What follows belongs to an exercise in optimizing a design on an open flow for small area, a short achievable clock period and few clock cycles per item; a production flow would make more cautious choices. The RTL was checked by simulation tests, not by an equivalence proof against the original design.

Setup of run A:
Design aes_core, start of the top module:
module aes_core (
    input  wire         clk,
    input  wire         rst,         
    input  wire         in_valid,
    output wire         in_ready,
    input  wire         in_aes256,   
    input  wire [255:0] in_key,
    input  wire [127:0] in_block,
    output wire         out_valid,
    input  wire         out_ready,
    output wire [127:0] out_block
);
    reg          rdy;            
    reg          rdy_o;          
    reg          ov;             
    reg  [127:0] ob;
    reg  [127:0] X;              
    reg  [255:0] KX;             
    reg          xv;             
    reg          x256;
    reg  [3:0]   xr;             
    reg          xh;             
    reg          xw;             
    reg  [127:0] PU;             
    reg  [159:0] PM;             
    reg  [255:0] KP;
    reg  [39:0]  KPM;
    reg          pv;
    reg          p256;
    reg  [3:0]   pr;
    reg          ph;
    reg          pw;
    reg          pl;             
    reg          prot;           
    reg  [7:0]   prc;            
    assign in_ready  = rdy_o;
    assign out_valid = ov;
    assign out_block = ob;
    genvar i, c, k;
    wire [159:0] pm_d;
    generate
        for (i = 0; i < 16; i = i + 1) begin : g_s1
            aes_sbox_p1 u_sb1 (.a(X[127 - 8*i -: 8]), .m(pm_d[159 - 10*i -: 10]));
        end
    endgenerate
    wire [31:0] ksub_x = KX[31:0];
    wire [39:0] kpm_d;
    generate
        for (i = 0; i < 4; i = i + 1) begin : g_k1
            aes_sbox_p1 u_kb1 (.a(ksub_x[31 - 8*i -: 8]), .m(kpm_d[39 - 10*i -: 10]));
        end
    endgenerate
    wire [7:0] sb [0:15];
    wire [127:0] sr;             
    generate
        for (i = 0; i < 16; i = i + 1) begin : g_s2
            aes_sbox_p2 u_sb2 (.a(PU[127 - 8*i -: 8]), .m(PM[159 - 10*i -: 10]), .y(sb[i]));
        end
        for (c = 0; c < 4; c = c + 1) begin : g_sr
            assign sr[127 - 32*c      -: 8] = sb[((c + 0) % 4) * 4 + 0];
            assign sr[127 - 32*c -  8 -: 8] = sb[((c + 1) % 4) * 4 + 1];
            assign sr[127 - 32*c - 16 -: 8] = sb[((c + 2) % 4) * 4 + 2];
            assign sr[127 - 32*c - 24 -: 8] = sb[((c + 3) % 4) * 4 + 3];
        end
  ...
For scale: roughly 7700 cells after synthesis, roughly 1100 flip-flops, about 68000 sq um of cells after synthesis.
Settings: LEC_CHECK=0, CAP_MARGIN=20, CORE_MARGIN=2, CORE_UTILIZATION=50, PLACE_DENSITY=0.6, SETUP_SLACK_MARGIN=5.0, SLEW_MARGIN=20, SYNTH_HIERARCHICAL=1, SYNTH_MINIMUM_KEEP_SIZE=0, TNS_END_PERCENT=1; clock period 8.5 ns.
standard.sh (not shown) runs the stock make flow with config.mk's settings and CLKGATE_MAP_FILE= SYNTH_SCRIPT=/design/flow/synth_recipe.tcl, a recipe that flattens the netlist after the stock synthesis.
==> flow/flow/run.sh <==
#!/bin/bash
set -euo pipefail
bash standard.sh "BUFFER_PORTS_ARGS=-buffer_cell sky130_fd_sc_hd__buf_2" "SETUP_SLACK_MARGIN=5.3" finish > flow_make.log 2>&1
Testbench counts of run A, summed over its fixed seeds: cycles 23,660, blocks 1,920.
--- input diff run A..run B ---
# run A
export LEC_CHECK = 0
export CAP_MARGIN = 20
export CORE_MARGIN = 2
export CORE_UTILIZATION = 50
export PLACE_DENSITY = 0.6
export SETUP_SLACK_MARGIN = 5.0
export SLEW_MARGIN = 20
export SYNTH_HIERARCHICAL = 1
export SYNTH_MINIMUM_KEEP_SIZE = 0
export TNS_END_PERCENT = 1
create_clock -name core_clock -period 8.5 [get_ports {clk}]
# run B
export LEC_CHECK = 0
export CAP_MARGIN = 20
export CORE_MARGIN = 2
export CORE_UTILIZATION = 50
export PLACE_DENSITY = 0.6
export SETUP_SLACK_MARGIN = 5.0
export SLEW_MARGIN = 20
export SYNTH_HIERARCHICAL = 1
export SYNTH_MINIMUM_KEEP_SIZE = 0
export TNS_END_PERCENT = 5
create_clock -name core_clock -period 8.5 [get_ports {clk}]
[summary]
Reported for run A and run B, synthesized area turned out identical to the last digit. Run A -> run B: final routed wirelength across all metal layers decreased slightly. Across both runs, design area was higher for run B than for run A. Between run A and run B, achievable frequency is lower for run A, run B comes in above that.

## what the ideal ports hide
No port has a modelled driver above. Below, the same layouts with a new extraction and two added sets of constraints. Step 1: set_driving_cell puts a clkbuf_16 on clk and a buf_2 on each other input, an assumption about the parent block. Step 2 moves the port delays by t, midway between the first and last clock arrival at a register: inputs arrive t later, outputs are due t later. That takes back most of the time a late clock gives input paths. a / b / c = no drivers / after step 1 / after step 2; a / b = the first two.
run | shift t [ns] | setup slack, ns | clock arrival spread, ns | worst register clock-pin slew, ns
run A | 0.857 | 5.063 / 5.063 / 5.063 | 0.031 / 0.031 | 0.07 / 0.07
run B | 0.849 | 5.165 / 5.165 / 5.068 | 0.031 / 0.031 | 0.07 / 0.07
After both steps every run listed still meets setup and hold. For run B, which loses most, drivers alone change the setup slack by 0.000 ns; drivers and shift together by -0.097 ns.
